Context: an optimization exercise on an open-source flow, tuned for small area, a short achievable clock period and few clock cycles per item. The choices shown serve that exercise and are no tape-out recipe.
In this exercise RTL edits were held to simulation tests only and were not proved equivalent to the original.

## flow/design.v (module list and top-level ports; edited modules follow where they fit)
// module das_combine: 189 lines
// module das_mul16: 432 lines
// module das_mul32x12: 658 lines
module das_combine (
    input  wire        clk,
    input  wire        rst,           
    input  wire        in_valid,
    output wire        in_ready,
    input  wire [23:0] in_phx,        
    input  wire [23:0] in_phy,
    input  wire [23:0] in_px,
    input  wire [23:0] in_py,
    input  wire [15:0] in_ax,         
    input  wire [15:0] in_ay,
    input  wire [15:0] in_qx,
    input  wire [15:0] in_qy,
    input  wire [31:0] in_fade_thr,   
    output reg         out_valid,
    output reg  [23:0] out_d,         
    output reg         out_fade
);
  // ...
==> flow/run.sh <==
#!/bin/bash
# synth_recipe.tcl (not shown) runs the flow's synth.tcl, then flattens the netlist and writes it again
# the make line also repeats each setting of config.mk as NAME=value (left out here)
make -C /OpenROAD-flow-scripts/flow DESIGN_CONFIG=/design/flow/config.mk WORK_HOME=/design/flow/orfs CLKGATE_MAP_FILE= SYNTH_SCRIPT=/design/flow/synth_recipe.tcl finish
==> flow/config.mk <==
export PLATFORM = sky130hd
export DESIGN_NAME = das_combine
export DESIGN_NICKNAME = das_combine
export VERILOG_FILES = /design/flow/design.v
export SDC_FILE = /design/flow/constraint.sdc
export NUM_CORES = 4
export LEC_CHECK = 0
export ABC_AREA = 1
export CAP_MARGIN = 20
export CORE_MARGIN = 2
export CORE_UTILIZATION = 40
export PLACE_DENSITY = 0.6
export SLEW_MARGIN = 20
==> flow/constraint.sdc <==
create_clock -name core_clock -period 15.0 [get_ports {clk}]
set_input_delay 3.0000 -clock core_clock [delete_from_list [all_inputs] [get_ports {clk}]]
set_output_delay 3.0000 -clock core_clock [all_outputs]
set_load 0.01 [all_outputs]
==> reports/summary.txt, run 1 <==
status = timing/DRC/antenna clean
syn_nets = 11,830
cts bufs inserted = 130
worst hold margin = 0.2932 ns
#MultiIn Comb = 7,362
Commonest cells post-synth = nand2_1 (1,712), inv_1 (1,704), a21oi_1 (844)
first-pass GRT wire length = 411,400 um
Post-Synth Simple-Gate Area = 13.83%
area grow syn2layout = 11.56%
Top Registers = ds.rl x315, ds.w x231, ds.dx x168
commonest non-fill, non-tap cell in the layout = nand2_1
Async SR Flop Fraction = 0%
total congestion overflow = 0
WP data arrival = 7.47 ns
largest reg by FF count = ds.rl
row cnt = 168
Post-DP HPWL = 216,700 um
largest cells by area after synthesis = dfxtp_1 (18%), ha_1 (11%), edfxtp_1 (11%)
Seq/total area = 26.46%
CP max FO = 55
IO Count = 222
largest net degree at the start of global routing = 143
Routed met1 length = 114,000 um
Multi-input gate area = 51,660 sq um
Testbench counts, summed over its fixed seeds: cycles 12,080, items 12,000.
==> module das_combine, before the edit <==
module das_combine (
    input  wire        clk,
    input  wire        rst,           
    input  wire        in_valid,
    output wire        in_ready,
    input  wire [23:0] in_phx,        
    input  wire [23:0] in_phy,
    input  wire [23:0] in_px,
    input  wire [23:0] in_py,
    input  wire [15:0] in_ax,         
    input  wire [15:0] in_ay,
    input  wire [15:0] in_qx,
    input  wire [15:0] in_qy,
    input  wire [31:0] in_fade_thr,   
    output reg         out_valid,
    output reg  [23:0] out_d,         
    output reg         out_fade
);
    localparam NDS = 6;               
    function [24:0] benc16;           
        input [15:0] b;
        integer i;
        reg [17:0] x;
        begin
            x = {1'b0, b, 1'b0};
            for (i = 0; i < 8; i = i + 1) begin
                benc16[i]      = x[2*i+1] ^ x[2*i];
                benc16[9+i]    = (x[2*i+2] & ~x[2*i+1] & ~x[2*i]) |
                                 (~x[2*i+2] & x[2*i+1] & x[2*i]);
                benc16[17+i]   = x[2*i+2];
            end
            benc16[8] = b[15];
        end
    endfunction
    function [18:0] benc12;           
        input [11:0] b;
        integer i;
        reg [13:0] x;
        begin
            x = {1'b0, b, 1'b0};
            for (i = 0; i < 6; i = i + 1) begin
                benc12[i]      = x[2*i+1] ^ x[2*i];
                benc12[7+i]    = (x[2*i+2] & ~x[2*i+1] & ~x[2*i]) |
                                 (~x[2*i+2] & x[2*i+1] & x[2*i]);
                benc12[13+i]   = x[2*i+2];
            end
            benc12[6] = b[11];
        end
    endfunction
    reg        wait_q;                
    reg        rdy_q;
    assign in_ready = rdy_q;
    reg        v0;
    reg [23:0] dx0, dy0;
    reg [15:0] ax0, ay0;
    reg [24:0] qxe0, qye0;
    reg [31:0] thr0;
    wire [23:0] eA  = dy0 - dx0;
    wire        sA  = eA[23];
    wire [23:0] eaA = sA ? (24'd0 - eA) : eA;       
    wire        slowA = |eaA[23:12];
    wire [11:0] chiA = eaA[22:11] | {12{eaA[23]}};
    wire [11:0] cloA = {eaA[23], eaA[10:0]};
    wire [11:0] c1A  = slowA ? chiA : eaA[11:0];
    wire [31:0] wxs, wxc, wys, wyc;
    das_mul16 mx (.a(ax0), .one(qxe0[8:0]), .two(qxe0[16:9]), .neg(qxe0[24:17]), .s(wxs), .c(wxc));
    das_mul16 my (.a(ay0), .one(qye0[8:0]), .two(qye0[16:9]), .neg(qye0[24:17]), .s(wys), .c(wyc));
    wire [31:0] wxA = wxs + wxc;
    wire [31:0] wyA = wys + wyc;
    reg        vF, slowF, sF;
    reg [31:0] wxF, wyF, thrF;
    reg [18:0] ceF;                   
    reg [11:0] cloF;
    reg [23:0] dxF;
    wire        vE, p1E;
    wire [32:0] rE;
    wire [23:0] dE;
    wire        p2M  = wait_q & vE & p1E;           
    wire        p1M  = vF & slowF & ~wait_q;
    wire        hold = vF & slowF & ~p2M;
    wire        vM   = (vF & ~slowF) | p1M | p2M;
    wire [44:0] xs, xc;
    das_mul32x12 mm (.a(wyF), .one(ceF[6:0]), .two(ceF[12:7]), .neg(ceF[18:13]),
                     .r(rE & {33{p2M}}), .s(xs), .c(xc));
    wire [44:0] xM    = xs + xc;
    wire [32:0] wM    = {1'b0, wxF} + {1'b0, wyF};
    wire        fadeM = (wM < {1'b0, thrF});
    function [44:0] dstep;            
        input [44:0] rl;
        input [32:0] w;
        reg   [33:0] sh;
        reg   [34:0] df;
        begin
            sh = rl[44:11];
            df = {1'b0, sh} - {2'b0, w};
            dstep[44:12] = df[34] ? sh[32:0] : df[32:0];
            dstep[11:0]  = {rl[10:0], ~df[34]};
        end
    endfunction
    wire [44:0] rlD [0:NDS];
    wire [32:0] wD  [0:NDS];
    wire [23:0] dxD [0:NDS];
    wire        vD  [0:NDS];
    wire        sD  [0:NDS];
    wire        fD  [0:NDS];
    wire        p1D [0:NDS];
    genvar g;
    generate
        for (g = 0; g <= NDS; g = g + 1) begin : ds
            reg [44:0] rl;
            reg [32:0] w;
            reg [23:0] dx;
            reg        v, s, f, p1;
            assign rlD[g] = rl; assign wD[g] = w; assign dxD[g] = dx;
            assign vD[g] = v; assign sD[g] = s; assign fD[g] = f; assign p1D[g] = p1;
            if (g == 0) begin : first
                always @(posedge clk) begin
                    v  <= vM & ~rst;
                    p1 <= p1M;
                    rl <= xM;
                    w  <= wM;
                    dx <= p2M ? dE : dxF;
                    s  <= sF;
                    f  <= fadeM;
                end
            end else begin : rest
                always @(posedge clk) begin
                    v  <= vD[g-1] & ~rst;
                    p1 <= p1D[g-1];
                    rl <= dstep(dstep(rlD[g-1], wD[g-1]), wD[g-1]);
                    w  <= wD[g-1];
                    dx <= dxD[g-1];
                    s  <= sD[g-1];
                    f  <= fD[g-1];
                end
            end
        end
    endgenerate
    assign rE  = rlD[NDS][44:12];
    assign vE  = vD[NDS];
    assign p1E = p1D[NDS];
    wire [11:0] qE  = rlD[NDS][11:0];
    wire [32:0] wE  = wD[NDS];
    wire [33:0] r2E = {rE, 1'b0};
    wire        rndE = (r2E > {1'b0, wE}) || ((r2E == {1'b0, wE}) && qE[0]);
    wire        sE  = sD[NDS];
    wire [23:0] qxE = p1E ? {qE, 11'd0} : {12'd0, qE};
    wire        rcE = p1E ? 1'b0 : rndE;
    assign      dE  = dxD[NDS] + (qxE ^ {24{sE}}) + {23'd0, sE ^ rcE};
    wire        wzE = ~|wE;
    always @(posedge clk) begin
        if (!hold) begin
            v0   <= in_valid & rdy_q & ~rst;
            dx0  <= in_phx - in_px;
            dy0  <= in_phy - in_py;
            ax0  <= in_ax;
            ay0  <= in_ay;
            qxe0 <= benc16(in_qx);
            qye0 <= benc16(in_qy);
            thr0 <= in_fade_thr;
        end
        if (!hold) begin
            vF    <= v0;
            slowF <= slowA;
            sF    <= sA;
            wxF   <= wxA;
            wyF   <= wyA;
            thrF  <= thr0;
            ceF   <= benc12(c1A);
            cloF  <= cloA;
            dxF   <= dx0;
        end else if (p1M) begin
            ceF   <= benc12(cloF);    
        end
        out_valid <= vE & ~p1E;
        out_d     <= wzE ? 24'd0 : dE;
        out_fade  <= fD[NDS];
        if (p1M) wait_q <= 1'b1;
        else if (p2M) wait_q <= 1'b0;
        if (hold)
            rdy_q <= 1'b0;
        else
            rdy_q <= ~(v0 & slowA);
        if (rst) begin
            v0 <= 1'b0; vF <= 1'b0; wait_q <= 1'b0; rdy_q <= 1'b1;
            out_valid <= 1'b0;
        end
    end
endmodule
==> inputs of run 2 (changes only) <==
--- a/flow/design.v
+++ b/flow/design.v
@@ -75,7 +75,7 @@
     wire        vE, p1E;
     wire [32:0] rE;
     wire [23:0] dE;
-    wire        p2M  = wait_q & vE & p1E;           
+    reg         p2M;                                
     wire        p1M  = vF & slowF & ~wait_q;
     wire        hold = vF & slowF & ~p2M;
     wire        vM   = (vF & ~slowF) | p1M | p2M;
@@ -177,12 +177,13 @@
         out_fade  <= fD[NDS];
         if (p1M) wait_q <= 1'b1;
         else if (p2M) wait_q <= 1'b0;
+        p2M <= vD[NDS-1] & p1D[NDS-1] & ~rst;
         if (hold)
-            rdy_q <= 1'b0;
+            rdy_q <= p2M;
         else
             rdy_q <= ~(v0 & slowA);
         if (rst) begin
-            v0 <= 1'b0; vF <= 1'b0; wait_q <= 1'b0; rdy_q <= 1'b1;
+            v0 <= 1'b0; vF <= 1'b0; wait_q <= 1'b0; rdy_q <= 1'b1; p2M <= 1'b0;
             out_valid <= 1'b0;
         end
     end
==> flow/flow/run.sh (new file) <==
#!/bin/bash
# Layout flow: the standard ORFS layout (standard.sh, unchanged synthesis,
# floorplan, placement, CTS, routing), with the resizer's setup repair asked to
# leave 9.5 ns of slack on the 15 ns clock instead of 0, so that it sizes and
# buffers the critical paths for a shorter achieved period.  The clock period,
# the SDC and all constraints are the design's; only the repair target moves.
set -euo pipefail
bash standard.sh SETUP_SLACK_MARGIN=9.5 finish > standard_flow.log 2>&1
==> flow/standard.sh (new file) <==
#!/bin/bash
# synth_recipe.tcl (not shown) runs the flow's synth.tcl, then flattens the netlist and writes it again
# the make line also repeats each setting of config.mk as NAME=value (left out here)
make -C /OpenROAD-flow-scripts/flow DESIGN_CONFIG=/design/flow/config.mk WORK_HOME=/design/flow/orfs CLKGATE_MAP_FILE= SYNTH_SCRIPT=/design/flow/synth_recipe.tcl "${@:-finish}"
removed: flow/run.sh
==> reports/summary.txt, run 2 <==
CP delay by family, top = adder cells
fin. max-slew vios = 0
cts bufs inserted = 130 (unchanged)
nets@finish = 12,250
total congestion overflow = 0 (unchanged)
commonest non-fill, non-tap cell in the layout = nand2_1
row cnt = 168 (unchanged)
most frequent cells in the layout = nand2_1 (1,670), inv_1 (1,639), a21oi_1 (824)
hold_sp = ds[3].f$_DFF_P_
CTS tree = built
pre-CTS setup slack = 7.735 ns
Bufs on Longest Clock Path = 3
fmax = 183.0 MHz
Die W = 462.2 um
number of synthesized flops with an enable pin = 312
vias in the first global route = 71,020
root cell of the clock tree = clkbuf_16
post-layout util = 47.10%
post-synthesis sequential area ratio = 29.59%
final worst setup slack = 9.536 ns
IO Count = 222 (unchanged)
first-pass GRT wire length = 414,900 um (+0.85%)
largest cells by area after synthesis = dfxtp_1 (18%), ha_1 (11%), edfxtp_1 (11%)
Initial Utilization = 40.15%
Worst setup SP type = flip-flop
total number of vias = 73,080
CP Launch Point = ceF[0]$_DFFE_PP_
Max Cap Viol = 0
WP data arrival = 6.11 ns (-1.36 ns)
leading area contributor after synthesis = dfxtp_1
CP max FO = 31 (-44%)
Final min period = 5.464 ns
Post-DP HPWL = 214,900 um (-0.81%)
RSZ-0062 raised after global routing = yes
kind of critical path = reg -> reg
H-tree depth = 4
status = timing/DRC/antenna clean
CP max stage cell = fa_1
Die ar. = 213,600 sq um
critical path endpoint category = flip-flop
ys flop type = dfxtp_1
final hold violation count = 0
clock latency (worst-skew pair) = 0.81 ns
fillcell total = 20,460
PortBufs = 221
area grow syn2layout = 17.32%
number of antenna violations at the first check in global routing = 14
final WL = 276,200 um
post-synth top area share = 18.43%
number of flip-flops in the largest register = 315
Avg Inst Size Synth = 8.039 sq um
Seq cells post-synth = 1,085
core area = 209,200 sq um
WP data required = 15.65 ns
worst reg2reg startpoint = ceF[0]$_DFFE_PP_
most common cell in the netlist = inv_1
Hold Path Class = reg -> reg
routability cong. = 1.009
slew margin rel. = 34.79%
clock sinks = 1,085
Async SR Flop Fraction = 0% (unchanged)
Hold-fix buffers, CTS = 0
post-route ant nets = 0
Post-route DRC = 0
syn_nets = 11,800 (-0.22%)
slew at the pin closest to its max-slew limit = 0.9757 ns
layout cells sized above 1 = 9.586%
period utilization = 36.43%
routed len/inst = 20.01 um
Vias/cell = 5.294
Multi-input gate area = 52,750 sq um (+2.1%)
Commonest cells post-synth = inv_1 (1,717), nand2_1 (1,686), a21oi_1 (896)
largest reg by FF count = ds.rl
clk_skew = 0.06799 ns
worst hold margin = 0.3086 ns (+0.01539 ns)
setup TNS = 0 ns
biggest cell delay along the critical path = 0.60 ns
Detailed Routing Iterations Pass 1 = 6
Yosys warning total = 1
crit-path cells = buf_4 -> inv_1 -> buf_6 -> o22ai_1 -> xor2_1 -> fa_1 -> inv_1 -> fa_1 -> fa_1 -> inv_1 -> fa_1 -> inv_1 -> ha_1 -> a21oi_1 -> inv_1 -> a31oi_2 -> o21ai_0 -> a21boi_1 -> o21ai_4 -> nand3_1 -> nand3_1 -> xor2_1
Total GRT Usage = 25.03%
endpoints failing setup = 0
Top Registers = ds.rl x315, ds.w x231, ds.dx x168
Buf/Inv on CP = 7
Mapped Area = 83,970 sq um
clock transition at the registers of the reported paths = 0.06 ns
cell mode on critical path = inv_1
die height = 462.2 um
largest net degree at the start of global routing = 119 (-17%)
Reg area = 24,860 sq um
Yosys cell types = 61
Initial DRC Count = 5,996
Post-Synthesis Cells = 10,450
## run 2: timing repair
action | 4_1_cts | 5_1_grt
buffers inserted | 79 | 236
resized for setup | 216 | 371
pin swaps | 15 | 47
cloned | 9 | 11
endpoints found under the setup margin | 265 | 258
## run 2: area by class of cell
| cell class | count | area share, % |
|---|---|---|
| antenna | 4 | 0.01016 |
| clock buffer | 153 | 3.533 |
| clock inverter | 87 | 1.085 |
| inverter | 1747 | 7.033 |
| multi-input combinational | 7324 | 53.54 |
| sequential | 1085 | 25.23 |
| tap | 2805 | 3.563 |
| timing repair buffer | 597 | 5.986 |
| timing repair inverter | 2 | 0.01397 |
## run 2: path summary, 6_finish.rpt
kind | to | slack (ns) | cells after the start
worst max-delay path | ds[0].rl[44]$_DFF_P_ | 9.54 | 22
worst min-delay path | ds[4].f$_DFF_P_ | 0.31 | 0
worst max register to register | ds[0].rl[44]$_DFF_P_ | 9.54 | 22
worst min register to register | ds[4].f$_DFF_P_ | 0.31 | 0
## run 2: worst register-to-register path, delay by kind of cell (launching register included)
family,cells,cell delay (ns)
fa+ha+maj,5,2.35
compound gates,6,1.14
buf+inv,7,0.87
xor+xnor,2,0.41
flops,1,0.35
simple gates,2,0.18
## run 2: cells by family (layout without fill, tap and decap cells)
group	after synthesis	after routing	share of synthesized area, %
buffers and inverters	2039	2586	9.216
other	0	4	0
flip-flops	1085	1085	29.59
multiplexers	19	19	0.2548
AND/OR/NAND/NOR	2859	2861	13.93
XOR/XNOR	1068	1068	11.16
AO/OA/AOI/OAI	2212	2213	14.91
adder cells (fa/ha/maj)	1163	1163	20.94
## run 2: metal layers
metal  share of wire (%)  wire length (um)  GRT usage [%]
met5              0.0098                27              0
met4                 5.3             14780          11.37
met3                 7.0             19370          4.690
met2                  45            123400          39.89
met1                  43            118700          32.85
## run 2: stage by stage
step,cells,area (sq um)
after floorplan,10450,83970
after global placement,13230,88910
after CTS,13550,95030
after global routing,13800,98500
after detailed placement,13230,88910
final,13800,98510
Testbench counts of run 2, summed over its fixed seeds: cycles 12,080, items 12,000.
==> inputs of run 3 (changes only) <==
--- a/flow/design.v
+++ b/flow/design.v
@@ -53,7 +53,7 @@
     reg        v0;
     reg [23:0] dx0, dy0;
     reg [15:0] ax0, ay0;
-    reg [24:0] qxe0, qye0;
+    reg [15:0] qx0, qy0;
     reg [31:0] thr0;
     wire [23:0] eA  = dy0 - dx0;
     wire        sA  = eA[23];
@@ -63,8 +63,9 @@
     wire [11:0] cloA = {eaA[23], eaA[10:0]};
     wire [11:0] c1A  = slowA ? chiA : eaA[11:0];
     wire [31:0] wxs, wxc, wys, wyc;
-    das_mul16 mx (.a(ax0), .one(qxe0[8:0]), .two(qxe0[16:9]), .neg(qxe0[24:17]), .s(wxs), .c(wxc));
-    das_mul16 my (.a(ay0), .one(qye0[8:0]), .two(qye0[16:9]), .neg(qye0[24:17]), .s(wys), .c(wyc));
+    wire [24:0] qxe = benc16(qx0), qye = benc16(qy0);
+    das_mul16 mx (.a(ax0), .one(qxe[8:0]), .two(qxe[16:9]), .neg(qxe[24:17]), .s(wxs), .c(wxc));
+    das_mul16 my (.a(ay0), .one(qye[8:0]), .two(qye[16:9]), .neg(qye[24:17]), .s(wys), .c(wyc));
     wire [31:0] wxA = wxs + wxc;
     wire [31:0] wyA = wys + wyc;
     reg        vF, slowF, sF;
@@ -118,10 +119,10 @@
                     v  <= vM & ~rst;
                     p1 <= p1M;
                     rl <= xM;
-                    w  <= wM;
+                    w  <= p2M ? wD[NDS] : wM;
                     dx <= p2M ? dE : dxF;
-                    s  <= sF;
-                    f  <= fadeM;
+                    s  <= p2M ? sD[NDS] : sF;
+                    f  <= p2M ? fD[NDS] : fadeM;
                 end
             end else begin : rest
                 always @(posedge clk) begin
@@ -155,20 +156,20 @@
             dy0  <= in_phy - in_py;
             ax0  <= in_ax;
             ay0  <= in_ay;
-            qxe0 <= benc16(in_qx);
-            qye0 <= benc16(in_qy);
+            qx0  <= in_qx;
+            qy0  <= in_qy;
             thr0 <= in_fade_thr;
         end
+        sF    <= sA;
+        wxF   <= wxA;
+        thrF  <= thr0;
+        dxF   <= dx0;
         if (!hold) begin
             vF    <= v0;
             slowF <= slowA;
-            sF    <= sA;
-            wxF   <= wxA;
             wyF   <= wyA;
-            thrF  <= thr0;
             ceF   <= benc12(c1A);
             cloF  <= cloA;
-            dxF   <= dx0;
         end else if (p1M) begin
             ceF   <= benc12(cloF);    
         end
--- a/flow/config.mk
+++ b/flow/config.mk
@@ -8,6 +8,7 @@
 export ABC_AREA = 1
 export CAP_MARGIN = 20
 export CORE_MARGIN = 2
-export CORE_UTILIZATION = 40
-export PLACE_DENSITY = 0.6
+export CORE_UTILIZATION = 50
+export CTS_BUF_LIST = sky130_fd_sc_hd__clkbuf_4 sky130_fd_sc_hd__clkbuf_8
+export PLACE_DENSITY = 0.7
 export SLEW_MARGIN = 20
==> reports/summary.txt, run 3 <==
routed len/inst = 20.43 um (+2.1%)
biggest cell delay along the critical path = 0.55 ns (-0.05 ns)
largest reg by FF count = ds.rl
final WL = 275,000 um (-0.45%)
WP data arrival = 6.11 ns (about the same)
non-filler cells, final = 13,460 (-2.5%)
nets@finish = 12,450 (+1.7%)
fin. max-slew vios = 0 (unchanged)
number of flip-flops in the largest register = 315 (unchanged)
CTS tree = built
Post-Synthesis Cells = 10,700 (+2.5%)
IO Count = 222 (unchanged)
post-synthesis sequential area ratio = 28.09% (-1.5 points)
clock sinks = 1,069 (-1.5%)
H-tree depth = 4 (unchanged)
RSZ-0062 raised after global routing = yes
Commonest cells post-synth = inv_1 (1,842), nand2_1 (1,781), dfxtp_1 (862)
Bufs on Longest Clock Path = 3 (unchanged)
Yosys cell types = 61 (unchanged)
Hold Path Class = reg -> reg
status = timing/DRC/antenna clean
clock latency (worst-skew pair) = 0.99 ns (+0.18 ns)
PortBufs = 221 (unchanged)
commonest non-fill, non-tap cell in the layout = inv_1
Die W = 412.8 um (-11%)
slew at the pin closest to its max-slew limit = 1.054 ns (+0.07787 ns)
routability cong. = 0.9875 (-2.1%)
ys flop type = dfxtp_1
clk_skew = 0.06912 ns (+0.001132 ns)
Worst setup SP type = flip-flop
Hold-fix buffers, CTS = 0 (unchanged)
critical path endpoint category = flip-flop
clock transition at the registers of the reported paths = 0.07 ns (about the same)
Total GRT Usage = 30.99% (+6.0 points)
period utilization = 36.03% (-0.40 points)
post-synth top area share = 20.65% (+2.2 points)
first-pass GRT wire length = 409,900 um (-1.2%)
area grow syn2layout = 14.54%
post-route ant nets = 0 (unchanged)
core area = 166,700 sq um (-20%)
most common cell in the netlist = inv_1
Vias/cell = 5.506 (+4.0%)
crit-path cells = nor2_2 -> a21oi_4 -> buf_4 -> o22ai_1 -> xor2_1 -> ha_2 -> inv_1 -> fa_1 -> fa_1 -> inv_1 -> fa_1 -> inv_1 -> fa_1 -> inv_1 -> ha_2 -> nand2_1 -> nor2_2 -> inv_1 -> nor2_1 -> nor2_2 -> o31ai_4 -> nand2_1 -> o211ai_1 -> xor2_1
critical path endpoint = wyF[31]$_DFFE_PN_
slew margin rel. = 29.29% (-5.5 points)
most frequent cells in the layout = inv_1 (1,795), nand2_1 (1,755), dfxtp_1 (840)
FF-to-FF End = wyF[31]$_DFFE_PN_
worst hold margin = 0.2719 ns (-0.03672 ns)
Mapped Area = 83,560 sq um (-0.49%)
leading area contributor after synthesis = dfxtp_1
CP max stage cell = fa_1
number of synthesized flops with an enable pin = 207 (-34%)
Seq cells post-synth = 1,069 (-1.5%)
CP max FO = 5 (-84%)
total number of vias = 74,120 (+1.4%)
Yosys warning total = 1 (unchanged)
Initial DRC Count = 6,410 (+6.9%)
Worst Reg-to-Reg Cells = 24 (+9.1%)
Max Cap Viol = 0 (unchanged)
worst reg2reg startpoint = qy0[3]$_DFFE_PN_
Post-route DRC = 0 (unchanged)
vias in the first global route = 71,640 (+0.89%)
setup TNS = 0 ns (unchanged)
root cell of the clock tree = clkbuf_8
total congestion overflow = 0 (unchanged)
CP Launch Point = qy0[3]$_DFFE_PN_
number of antenna violations at the first check in global routing = 23 (+9)
fmax = 185.0 MHz (+1.1%)
endpoints failing setup = 0 (unchanged)
Detailed Routing Iterations Pass 1 = 6 (unchanged)
layout cells sized above 1 = 9.030% (-0.56 points)
WP data required = 15.71 ns (+0.06 ns)
Post-DP HPWL = 215,300 um (+0.19%)
die height = 412.8 um (-11%)
largest net degree at the start of global routing = 133 (+12%)
kind of critical path = reg -> reg
Placed Cells = 12,880 (-2.6%)
Die ar. = 170,400 sq um (-20%)
Async SR Flop Fraction = 0% (unchanged)
cts bufs inserted = 183 (+41%)
Final min period = 5.404 ns (-0.05984 ns)
syn_nets = 12,060 (+2.2%)
cell mode on critical path = inv_1
Initial Utilization = 50.14% (+10 points)
Top Registers = ds.rl x315, ds.w x231, ds.dx x168
R2R setup slack = 9.60 ns (+0.06 ns)
final hold violation count = 0 (unchanged)
largest cells by area after synthesis = dfxtp_1 (21%), ha_1 (11%), fa_1 (9.7%)
Avg Inst Size Synth = 7.808 sq um (-2.9%)
row cnt = 150 (-11%)
run 3: changes by cell type after synthesis, sizes merged, moves of 13 or more:
| cell | delta |
|---|---|
| dfxtp | +89 |
| a31oi | +36 |
| buf | -13 |
| mux2 | -15 |
| nand2 | +100 |
| inv | +136 |
| o21ai | +81 |
| a21oi | -36 |
| xnor2 | +23 |
| edfxtp | -105 |
| xor2 | -36 |
| clkbuf | +15 |
| nor2 | +36 |
| nand3 | -29 |
run 3: repair_timing:
| action | in CTS | in global routing |
|---|---|---|
| endpoints found under the setup margin | 284 | 254 |
| gates cloned | 7 | 26 |
| gates resized for setup | 212 | 368 |
| setup buffers | 81 | 120 |
| pin swaps | 16 | 51 |
run 3: worst min-delay path by stage:
stage,startpoint,to,slack [ns],cells after the start
floorplan,ds[0].dx[0]$_DFF_P_,ds[1].dx[0]$_DFF_P_,0.31,0
global placement,ds[2].s$_DFF_P_,ds[3].s$_DFF_P_,0.31,0
detailed placement,ds[0].f$_DFF_P_,ds[1].f$_DFF_P_,0.31,0
CTS,ds[5].f$_DFF_P_,ds[6].f$_DFF_P_,0.27,0
global route,ds[2].rl[7]$_DFF_P_,ds[3].rl[9]$_DFF_P_,0.28,0
finish,ds[2].rl[7]$_DFF_P_,ds[3].rl[9]$_DFF_P_,0.27,0
run 3: worst max-delay path: cells and delay by family, from the launching register on:
kind	cells	cell delay (ns)
buf+inv	6	0.49
simple gates	6	0.74
xor+xnor	2	0.33
fa+ha+maj	6	2.67
flops	1	0.50
compound gates	4	0.42
run 3: per-layer routing:
layer  GRT usage (%)  share of wire (%)  vias to the layer above
li1                -                  -                    35700
met1           40.01                 42                    34850
met2           50.17                 45                     2861
met3           5.005                6.9                      697
met4           15.66                5.7                        8
met5               0              0.018                        -
run 3: layout make-up:
class	count	area [sq um]
Fill cell	15340	70950
Multi-Input combinational cell	7464	53110
Sequential cell	1069	23500
Inverter	1879	7337
Timing Repair Buffer	477	4571
Clock buffer	264	3264
Tap cell	2204	2758
Clock inverter	69	895.9
Timing Repair inverter	18	232.7
Antenna cell	16	40.04
run 3: through the flow:
| step | worst slack [ns] | cell area, sq um | utilization [%] |
|---|---|---|---|
| after global placement | 8.047 | 87700 | 52.62 |
| after detailed placement | 8.034 | 87710 | 52.63 |
| final | 9.596 | 95710 | 57.43 |
| after floorplan | 9.501 | 83570 | - |
| after CTS | 9.474 | 93190 | 55.92 |
| after global routing | 9.361 | 95700 | 57.42 |
run 3: cells by family after synthesis:
kind of cell | share of synthesized area [%]
XOR/XNOR | 11.06
AO/OA/AOI/OAI | 15.44
flip-flops | 28.09
buffers and inverters | 9.876
AND/OR/NAND/NOR | 14.38
multiplexers | 0.1018
adder cells (fa/ha/maj) | 21.04
Testbench counts of run 3, summed over its fixed seeds: cycles 12,080, items 12,000.
==> inputs of run 4 (changes only) <==
--- a/flow/config.mk
+++ b/flow/config.mk
@@ -10,5 +10,7 @@
 export CORE_MARGIN = 2
 export CORE_UTILIZATION = 50
 export CTS_BUF_LIST = sky130_fd_sc_hd__clkbuf_4 sky130_fd_sc_hd__clkbuf_8
+export CTS_CLUSTER_DIAMETER = 70
+export CTS_CLUSTER_SIZE = 14
 export PLACE_DENSITY = 0.7
 export SLEW_MARGIN = 20
==> reports/summary.txt, run 4 <==
Total GRT Usage = 30.71% (-0.28 points)
kind of critical path = reg -> reg
largest cells by area after synthesis = dfxtp_1 (21%), ha_1 (11%), fa_1 (9.7%)
Initial DRC Count = 6,151 (-4.0%)
number of flip-flops in the largest register = 315 (unchanged)
biggest cell delay along the critical path = 0.54 ns (about the same)
routability cong. = 0.9875 (unchanged)
period utilization = 36.00% (about the same)
post-synth top area share = 20.65% (unchanged)
Final min period = 5.400 ns (-0.004260 ns)
IO Count = 222 (unchanged)
post-route ant nets = 0 (unchanged)
Initial Utilization = 50.14% (unchanged)
Hold Path Class = reg -> reg
total number of vias = 73,400 (-0.97%)
CP delay by family, top = adder cells
Seq cells post-synth = 1,069 (unchanged)
number of synthesized flops with an enable pin = 207 (unchanged)
first-pass GRT wire length = 407,000 um (-0.71%)
root cell of the clock tree = clkbuf_8
Detailed Routing Iterations Pass 1 = 6 (unchanged)
largest reg by FF count = ds.rl
Max Cap Viol = 0 (unchanged)
H-tree depth = 3 (-1)
syn_nets = 12,060 (unchanged)
fin. max-slew vios = 0 (unchanged)
Bufs on Longest Clock Path = 3 (unchanged)
most common cell in the netlist = inv_1
status = timing/DRC/antenna clean
cts bufs inserted = 107 (-42%)
leading area contributor after synthesis = dfxtp_1
area grow syn2layout = 12.24%
CTS tree = built
vias in the first global route = 70,740 (-1.3%)
final hold violation count = 0 (unchanged)
setup TNS = 0 ns (unchanged)
post-synthesis sequential area ratio = 28.09% (unchanged)
RSZ-0062 raised after global routing = yes
Die W = 412.8 um (unchanged)
PortBufs = 221 (unchanged)
row cnt = 150 (unchanged)
clock latency (worst-skew pair) = 0.89 ns (-0.10 ns)
Mapped Area = 83,560 sq um (unchanged)
core area = 166,700 sq um (unchanged)
most frequent cells in the layout = inv_1 (1,796), nand2_1 (1,755), dfxtp_1 (837)
WP data required = 15.62 ns (-0.09 ns)
layout cells sized above 1 = 7.765% (-1.3 points)
final WL = 272,400 um (-0.93%)
die height = 412.8 um (unchanged)
fmax = 185.2 MHz (about the same)
Yosys cell types = 61 (unchanged)
Avg Inst Size Synth = 7.808 sq um (unchanged)
cell mode on critical path = inv_1
largest net degree at the start of global routing = 133 (unchanged)
Post-Synthesis Cells = 10,700 (unchanged)
clock transition at the registers of the reported paths = 0.09 ns (+0.02 ns)
Worst setup SP type = flip-flop
Async SR Flop Fraction = 0% (unchanged)
routed len/inst = 20.48 um (+0.27%)
WP data arrival = 6.02 ns (-0.09 ns)
Buf/Inv on CP = 7 (+1)
ys flop type = dfxtp_1
CP max stage cell = edfxtp_1
Post-DP HPWL = 215,300 um (unchanged)
critical path endpoint category = flip-flop
nets@finish = 12,370 (-0.63%)
commonest non-fill, non-tap cell in the layout = inv_1
dpl cell area = 87,710 sq um (unchanged)
fillcell total = 15,490 (+0.98%)
Commonest cells post-synth = inv_1 (1,842), nand2_1 (1,781), dfxtp_1 (862)
total congestion overflow = 0 (unchanged)
endpoints failing setup = 0 (unchanged)
number of antenna violations at the first check in global routing = 26 (+13%)
clk_skew = 0.05691 ns (-0.01221 ns)
Top Registers = ds.rl x315, ds.w x231, ds.dx x168
clock sinks = 1,069 (unchanged)
design area = 93,790 sq um (-2.0%)
post-layout util = 56.27% (-1.2 points)
Vias/cell = 5.519 (+0.24%)
Yosys warning total = 1 (unchanged)
Post-route DRC = 0 (unchanged)
slew at the pin closest to its max-slew limit = 1.002 ns (-0.05185 ns)
slew margin rel. = 32.77% (+3.5 points)
Die ar. = 170,400 sq um (unchanged)
CP max FO = 6 (+1)
run 4: cell counts after synthesis:
No cell type changed its count.
run 4: per-stage QoR:
stage	hold WS, ns	std cells	setup WS (ns)
after global routing	0.3171	13290	9.337
after CTS	0.3014	13140	9.422
after detailed placement	0.3121	12880	8.034
after floorplan	0.3096	10700	9.501
after global placement	0.3096	12880	8.047
final	0.3110	13300	9.600
run 4: path summary, 6_finish.rpt:
kind	from	endpoint	slack (ns)	cells past startpoint
hold / removal	ds[4].dx[2]$_DFF_P_	ds[5].dx[2]$_DFF_P_	0.31	0
setup reg to reg	qy0[3]$_DFFE_PN_	wyF[31]$_DFFE_PN_	9.60	25
hold reg to reg	ds[4].dx[2]$_DFF_P_	ds[5].dx[2]$_DFF_P_	0.31	0
setup / recovery	qy0[3]$_DFFE_PN_	wyF[31]$_DFFE_PN_	9.60	25
run 4: cell families after synthesis:
| family | share of synthesized area, % |
|---|---|
| flip-flops | 28.09 |
| multiplexers | 0.1018 |
| XOR/XNOR | 11.06 |
| AO/OA/AOI/OAI | 15.44 |
| AND/OR/NAND/NOR | 14.38 |
| buffers and inverters | 9.876 |
| adder cells (fa/ha/maj) | 21.04 |
run 4: metal layers:
layer	part of all wire, %	up-vias	global-route usage [%]	routed length (um)
met5	0.018	-	0	50
met4	5.9	8	14.84	16010
met3	6.6	662	4.362	17960
met2	45	2671	49.96	123400
met1	42	34580	40.07	115000
li1	-	35470	-	-
run 4: area by class of cell:
class / instances / area, sq um / share of cell area [%]
repair inverters: 14 / 191.4 / 0.2041
clock buffers: 122 / 1592 / 1.697
inverters: 1879 / 7318 / 7.803
diodes: 18 / 45.04 / 0.04803
repair buffers: 480 / 4647 / 4.955
clock inverters: 49 / 574.3 / 0.6123
well taps: 2204 / 2758 / 2.940
multi-input cells: 7463 / 53160 / 56.68
flip-flops and latches: 1069 / 23500 / 25.06
run 4: what timing repair did:
item / CTS / global route
gates resized for setup: 216 / 375
setup endpoints to repair: 284 / 259
cloned: 10 / 19
pin swaps: 18 / 59
setup buffers: 83 / 120
hold buffers: 0 / 0
==> inputs of run 5 (changes only) <==
--- a/flow/config.mk
+++ b/flow/config.mk
@@ -9,8 +9,8 @@
 export CAP_MARGIN = 20
 export CORE_MARGIN = 2
 export CORE_UTILIZATION = 50
-export CTS_BUF_LIST = sky130_fd_sc_hd__clkbuf_4 sky130_fd_sc_hd__clkbuf_8
-export CTS_CLUSTER_DIAMETER = 70
-export CTS_CLUSTER_SIZE = 14
+export CTS_BUF_LIST = sky130_fd_sc_hd__clkbuf_8 sky130_fd_sc_hd__clkbuf_16
+export CTS_CLUSTER_DIAMETER = 100
+export CTS_CLUSTER_SIZE = 20
 export PLACE_DENSITY = 0.7
 export SLEW_MARGIN = 20
==> reports/summary.txt, run 5 <==
worst reg2reg startpoint = ds[6].w[7]$_DFF_P_
design area = 93,940 sq um (+0.16%)
largest net degree at the start of global routing = 133 (unchanged)
Initial DRC Count = 6,507 (+5.8%)
clock latency (worst-skew pair) = 0.74 ns (-0.15 ns)
total number of vias = 73,630 (+0.32%)
post-synthesis mux area share = 0.1018% (unchanged)
kind of critical path = reg -> reg
endpoints failing setup = 0 (unchanged)
area grow syn2layout = 12.42%
critical path endpoint category = flip-flop
post-synth top area share = 20.65% (unchanged)
clock sinks = 1,069 (unchanged)
CP Launch Point = ds[6].w[7]$_DFF_P_
Multi-input gate area = 53,240 sq um (+0.15%)
cts bufs inserted = 71 (-34%)
Async SR Flop Fraction = 0% (unchanged)
status = timing/DRC/antenna clean
root cell of the clock tree = clkbuf_16
Hold Path Class = reg -> reg
layout cells sized above 1 = 7.389% (-0.38 points)
slew margin rel. = 34.87% (+2.1 points)
Post-Synthesis Cells = 10,700 (unchanged)
Avg Inst Size Synth = 7.808 sq um (unchanged)
number of antenna violations at the first check in global routing = 27 (+3.8%)
Post-Synth Adder-Cell Area = 21.04% (unchanged)
largest cells by area after synthesis = dfxtp_1 (21%), ha_1 (11%), fa_1 (9.7%)
WP data required = 15.55 ns (-0.07 ns)
Max Cap Viol = 0 (unchanged)
clk_skew = 0.04662 ns (-0.01029 ns)
fillcell total = 15,370 (-0.83%)
Top Registers = ds.rl x315, ds.w x231, ds.dx x168
fmax = 183.5 MHz (-0.88%)
nets@finish = 12,340 (-0.23%)
vias in the first global route = 70,510 (-0.32%)
total congestion overflow = 0 (unchanged)
post-synthesis sequential area ratio = 28.09% (unchanged)
Bufs on Longest Clock Path = 3 (unchanged)
number of flip-flops in the largest register = 315 (unchanged)
Seq cells post-synth = 1,069 (unchanged)
core area = 166,700 sq um (unchanged)
most common cell in the netlist = inv_1
Die W = 412.8 um (unchanged)
hold_sp = ds[0].dx[15]$_DFF_P_
biggest cell delay along the critical path = 0.43 ns (-0.11 ns)
PortBufs = 221 (unchanged)
final WL = 273,900 um (+0.54%)
Vias/cell = 5.562 (+0.78%)
leading area contributor after synthesis = dfxtp_1
RSZ-0062 raised after global routing = yes
cell mode on critical path = nand2_1
Reg area = 23,510 sq um (about the same)
clock transition at the registers of the reported paths = 0.09 ns (about the same)
Worst setup SP type = flip-flop
routability cong. = 0.9875 (unchanged)
fin. max-slew vios = 0 (unchanged)
CP max stage cell = xor2_1
dpl cell area = 87,710 sq um (unchanged)
syn_nets = 12,060 (unchanged)
WP data arrival = 6.00 ns (-0.02 ns)
Commonest cells post-synth = inv_1 (1,842), nand2_1 (1,781), dfxtp_1 (862)
Synth Area in XOR/XNOR = 11.06% (unchanged)
Post-Synth Simple-Gate Area = 14.38% (unchanged)
CTS tree = built
ys flop type = dfxtp_1
main combinational cell family by area after synthesis = adder cells
Synth Area in Compound Gates = 15.44% (unchanged)
Post-route DRC = 0 (unchanged)
Detailed Routing Iterations Pass 1 = 6 (unchanged)
period utilization = 36.32% (+0.32 points)
post-layout util = 56.36% (+0.089 points)
number of synthesized flops with an enable pin = 207 (unchanged)
Total GRT Usage = 30.68% (about the same)
Mapped Area = 83,560 sq um (unchanged)
post-route ant nets = 0 (unchanged)
Yosys cell types = 61 (unchanged)
Hold-fix buffers, CTS = 0 (unchanged)
setup TNS = 0 ns (unchanged)
slew at the pin closest to its max-slew limit = 0.9769 ns (-0.02486 ns)
Die ar. = 170,400 sq um (unchanged)
CP max FO = 3 (-3)
IO Count = 222 (unchanged)
Final min period = 5.448 ns (+0.04794 ns)
Initial Utilization = 50.14% (unchanged)
routed len/inst = 20.69 um (+1.0%)
Yosys warning total = 1 (unchanged)
H-tree depth = 3 (unchanged)
first-pass GRT wire length = 406,700 um (about the same)
Post-DP HPWL = 215,300 um (unchanged)
final hold violation count = 0 (unchanged)
row cnt = 150 (unchanged)
die height = 412.8 um (unchanged)
largest reg by FF count = ds.rl
commonest non-fill, non-tap cell in the layout = inv_1
most frequent cells in the layout = inv_1 (1,810), nand2_1 (1,754), dfxtp_1 (832)
## run 5: changes by cell type in the layout (fill, tap and decap cells not counted), sizes merged
cell / change
buf: +2
bufinv: -5
clkbuf: -48
clkinv: -12
clkinvlp: -8
inv: +11
## run 5: area by class of cell
| class | instances | area share, % |
|---|---|---|
| multi-input cells | 7463 | 56.68 |
| flip-flops and latches | 1069 | 25.03 |
| inverters | 1879 | 7.763 |
| repair buffers | 483 | 5.048 |
| well taps | 2204 | 2.936 |
| clock buffers | 73 | 1.933 |
| clock inverters | 30 | 0.3450 |
| repair inverters | 19 | 0.2238 |
| diodes | 18 | 0.04795 |
## run 5: metrics by stage
| stage | hold slack, ns | cells | setup slack, ns |
|---|---|---|---|
| after floorplan | 0.3096 | 10700 | 9.501 |
| after global placement | 0.3096 | 12880 | 8.047 |
| after detailed placement | 0.3121 | 12880 | 8.034 |
| after CTS | 0.3038 | 13060 | 9.430 |
| after global routing | 0.3130 | 13230 | 9.341 |
| final | 0.3104 | 13240 | 9.552 |
## run 5: what timing repair did
item / in CTS / in global routing
buffers inserted: 74 / 130
setup endpoints to repair: 285 / 264
gates resized for setup: 213 / 408
pin swaps: 15 / 66
gates cloned: 10 / 26
## run 5: worst max-delay path, delay by kind of cell, from the launching register on
family | cells | cell delay [ns]
AND/OR/NAND/NOR | 8 | 1.03
XOR/XNOR | 2 | 0.56
flip-flops | 1 | 0.34
buffers and inverters | 2 | 0.22
AO/OA/AOI/OAI | 13 | 2.01
adder cells (fa/ha/maj) | 3 | 1.13
## run 5: metal layers
metal	up-vias	share of wire [%]	GRT usage, %	wire [um]
met2	2766	45	49.94	124100
met5	-	0.022	0	60
met3	684	6.4	4.141	17650
li1	35410	-	-	-
met4	10	5.9	14.71	16080
met1	34770	42	40.20	116000
## run 5: kinds of logic (layout without fill, tap and decap cells)
kind of cell | count (synthesis) | count (layout)
muxes | 8 | 8
and+or+nand+nor | 2950 | 2953
buffers and inverters | 2173 | 2484
xor gates and xnor gates | 1055 | 1055
adders and majority gates | 1163 | 1163
AOI/OAI and AO/OA | 2284 | 2284
other | 0 | 18
DFF | 1069 | 1069
## run 5: worst paths after layout
path                                              to  slack [ns]  cells after the start
worst max register to register  ds[0].dx[18]$_DFF_P_        9.55                     28
worst min register to register  ds[1].dx[15]$_DFF_P_        0.31                      0
worst max-delay path            ds[0].dx[18]$_DFF_P_        9.55                     28
worst min-delay path            ds[1].dx[15]$_DFF_P_        0.31                      0
==> inputs of run 6 (changes only) <==
==> flow/flow/run.sh (replaced) <==
#!/bin/bash
# Layout flow: the standard ORFS layout (standard.sh, unchanged synthesis,
# floorplan, placement, CTS, routing), with the resizer's setup repair asked to
# leave 9.65 ns of slack on the 15 ns clock instead of 0, so that it sizes and
# buffers the critical paths for a shorter achieved period.  The clock period,
# the SDC and all constraints are the design's; only the repair target moves.
set -euo pipefail
bash standard.sh SETUP_SLACK_MARGIN=9.65 finish > standard_flow.log 2>&1
--- a/flow/config.mk
+++ b/flow/config.mk
@@ -9,8 +9,8 @@
 export CAP_MARGIN = 20
 export CORE_MARGIN = 2
 export CORE_UTILIZATION = 50
-export CTS_BUF_LIST = sky130_fd_sc_hd__clkbuf_8 sky130_fd_sc_hd__clkbuf_16
-export CTS_CLUSTER_DIAMETER = 100
-export CTS_CLUSTER_SIZE = 20
+export CTS_BUF_LIST = sky130_fd_sc_hd__clkbuf_4 sky130_fd_sc_hd__clkbuf_8
+export CTS_CLUSTER_DIAMETER = 70
+export CTS_CLUSTER_SIZE = 14
 export PLACE_DENSITY = 0.7
 export SLEW_MARGIN = 20
==> reports/summary.txt, run 6 <==
Yosys cell types = 61 (unchanged)
WP data arrival = 6.07 ns (+0.07 ns)
worst hold margin = 0.3046 ns (-0.005862 ns)
total congestion overflow = 0 (unchanged)
Die W = 412.8 um (unchanged)
H-tree depth = 3 (unchanged)
largest reg by FF count = ds.rl
root cell of the clock tree = clkbuf_8
kind of critical path = reg -> reg
Bufs on Longest Clock Path = 3 (unchanged)
Multi-input gate area = 54,550 sq um (+2.5%)
slew at the pin closest to its max-slew limit = 1.097 ns (+0.1204 ns)
largest cells by area after synthesis = dfxtp_1 (21%), ha_1 (11%), fa_1 (9.7%)
PortBufs = 221 (unchanged)
layout cells sized above 1 = 11.12% (+3.7 points)
Post-route DRC = 0 (unchanged)
Top Registers = ds.rl x315, ds.w x231, ds.dx x168
post-route ant nets = 0 (unchanged)
Total GRT Usage = 31.42% (+0.74 points)
non-filler cells, final = 13,440 (+1.6%)
fmax = 189.6 MHz (+3.3%)
number of flip-flops in the largest register = 315 (unchanged)
clock latency (worst-skew pair) = 0.96 ns (+0.22 ns)
post-synthesis sequential area ratio = 28.09% (unchanged)
Vias/cell = 5.549 (-0.24%)
Post-Synthesis Cells = 10,700 (unchanged)
status = timing/DRC/antenna clean
Yosys warning total = 1 (unchanged)
Mapped Area = 83,560 sq um (unchanged)
commonest non-fill, non-tap cell in the layout = inv_1
WP data required = 15.79 ns (+0.24 ns)
most common cell in the netlist = inv_1
CTS tree = built
IO Count = 222 (unchanged)
ys flop type = dfxtp_1
Worst setup SP type = flip-flop
row cnt = 150 (unchanged)
Die ar. = 170,400 sq um (unchanged)
die height = 412.8 um (unchanged)
first-pass GRT wire length = 414,900 um (+2.0%)
endpoints failing setup = 0 (unchanged)
core area = 166,700 sq um (unchanged)
largest net degree at the start of global routing = 134 (+0.75%)
area grow syn2layout = 15.39%
RSZ-0062 raised after global routing = yes
critical path endpoint category = flip-flop
cts bufs inserted = 105 (+48%)
fin. max-slew vios = 0 (unchanged)
Async SR Flop Fraction = 0% (unchanged)
Final min period = 5.275 ns (-0.1736 ns)
Post-DP HPWL = 216,900 um (+0.75%)
vias in the first global route = 71,900 (+2.0%)
period utilization = 35.16% (-1.2 points)
CP max FO = 16 (+13)
clk_skew = 0.07864 ns (+0.03202 ns)
R2R setup slack = 9.73 ns (+0.17 ns)
final hold violation count = 0 (unchanged)
clock transition at the registers of the reported paths = 0.10 ns (about the same)
Hold-fix buffers, CTS = 0 (unchanged)
Initial Utilization = 50.14% (unchanged)
Max Cap Viol = 0 (unchanged)
Commonest cells post-synth = inv_1 (1,842), nand2_1 (1,781), dfxtp_1 (862)
post-synth top area share = 20.65% (unchanged)
final WL = 279,300 um (+2.0%)
most frequent cells in the layout = inv_1 (1,759), nand2_1 (1,739), dfxtp_1 (826)
slew margin rel. = 26.07% (-8.8 points)
Seq cells post-synth = 1,069 (unchanged)
number of synthesized flops with an enable pin = 207 (unchanged)
routed len/inst = 20.78 um (+0.44%)
Hold Path Class = reg -> reg
fillcell total = 15,290 (-0.52%)
Placed Cells = 12,880 (+0.0078%)
Initial DRC Count = 6,505 (-0.031%)
leading area contributor after synthesis = dfxtp_1
syn_nets = 12,060 (unchanged)
Reg area = 23,540 sq um (+0.12%)
total number of vias = 74,600 (+1.3%)
setup TNS = 0 ns (unchanged)
Detailed Routing Iterations Pass 1 = 9 (+3)
clock sinks = 1,069 (unchanged)
nets@finish = 12,510 (+1.4%)
routability cong. = 0.9918 (+0.44%)
number of antenna violations at the first check in global routing = 22 (-19%)
post-layout util = 57.85% (+1.5 points)
Avg Inst Size Synth = 7.808 sq um (unchanged)
[run 6: cell counts after synthesis]
Identical to the previous run, type by type.
[run 6: worst max-delay path, stage by stage (launching register included)]
cell	delay, ns
edfxtp_1	0.50
inv_4	0.16
buf_12	0.17
o22ai_1	0.12
xor2_1	0.18
fa_1	0.65
fa_1	0.21
inv_1	0.06
fa_1	0.50
inv_1	0.06
fa_1	0.53
inv_1	0.04
ha_1	0.35
nand2_1	0.12
o21ai_2	0.24
a21oi_2	0.08
o31ai_1	0.42
nand2_1	0.12
nand2_1	0.17
nand2_1	0.07
nand2_1	0.09
xor2_1	0.29
[run 6: repair_timing]
item | 4_1_cts | 5_1_grt
setup endpoints to repair | 294 | 269
setup buffers | 187 | 152
gates cloned | 19 | 14
resized for setup | 370 | 564
pin swaps | 43 | 146
[run 6: routing by layer]
| metal | vias to the layer above | GRT usage (%) | part of all wire [%] |
|---|---|---|---|
| met1 | 35190 | 39.94 | 41 |
| li1 | 35750 | - | - |
| met5 | - | 0 | 0.013 |
| met3 | 765 | 5.450 | 7.0 |
| met4 | 6 | 16.24 | 6.2 |
| met2 | 2886 | 51.16 | 45 |
[run 6: per-stage QoR]
step,worst slack [ns],cell area (sq um)
2_1_floorplan,9.675,83570
3_3_place_gp,7.737,87700
3_5_place_dp,7.706,87730
4_1_cts,9.615,92710
5_1_grt,9.534,96400
6_report,9.725,96420
[run 6: kinds of logic (layout without fill, tap and decap cells)]
group | after synthesis | in the layout | synth area share, %
AND/OR/NAND/NOR | 2950 | 2954 | 14.38
AO/OA/AOI/OAI | 2284 | 2285 | 15.44
buffers and inverters | 2173 | 2681 | 9.876
adder cells (fa/ha/maj) | 1163 | 1163 | 21.04
flip-flops | 1069 | 1069 | 28.09
XOR/XNOR | 1055 | 1055 | 11.06
multiplexers | 8 | 8 | 0.1018
other | 0 | 25 | 0
[run 6: path summary, 6_finish.rpt]
| kind | start | to | cells past startpoint |
|---|---|---|---|
| max | ceF[8]$_DFFE_PP_ | ds[0].rl[29]$_DFF_P_ | 21 |
| min | ds[3].w[1]$_DFF_P_ | ds[4].w[1]$_DFF_P_ | 0 |
| max reg2reg | ceF[8]$_DFFE_PP_ | ds[0].rl[29]$_DFF_P_ | 21 |
| min reg2reg | ds[3].w[1]$_DFF_P_ | ds[4].w[1]$_DFF_P_ | 0 |
[run 6: cell type report]
cell class | instances | area share (%)
repair inverters | 19 | 0.2362
well taps | 2204 | 2.860
clock inverters | 47 | 0.5139
flip-flops and latches | 1069 | 24.41
clock buffers | 122 | 1.644
multi-input cells | 7465 | 56.58
inverters | 1879 | 7.669
diodes | 25 | 0.06488
repair buffers | 614 | 6.023

-- what the ideal ports hide --
No port has a modelled driver above. Below, the same layouts with a new extraction and two added sets of constraints.
Step 1 assumes that a clkbuf_16 drives the clock port and a buf_2 every other input.
Step 2 also shifts input and output timing later by t, the mid clock arrival at the registers, as if the neighbouring blocks saw the same clock.
Three values: ideal, step 1, step 2; two values: the first two.
run	t (ns)	slack for setup (ns)	worst setup path at the end	latest minus earliest clock arrival (ns)	slew at the worst register clock pin (ns)
run 1	0.885	8.186 / 8.186 / 8.186	register to register	0.074 / 0.073	0.07 / 0.07
run 2	0.855	9.536 / 9.536 / 8.887	input to register	0.075 / 0.075	0.07 / 0.07
run 3	1.035	9.596 / 9.596 / 8.701	input to register	0.070 / 0.070	0.08 / 0.08
run 4	0.942	9.600 / 9.600 / 8.717	input to register	0.060 / 0.060	0.10 / 0.10
run 5	0.801	9.552 / 9.552 / 8.904	input to register	0.051 / 0.051	0.10 / 0.10
run 6	1.004	9.725 / 9.725 / 8.870	input to register	0.080 / 0.081	0.11 / 0.11
After both steps every run listed still meets setup and hold. For run 3, which loses most, drivers alone change the setup slack by 0.000 ns; drivers and shift together by -0.895 ns.
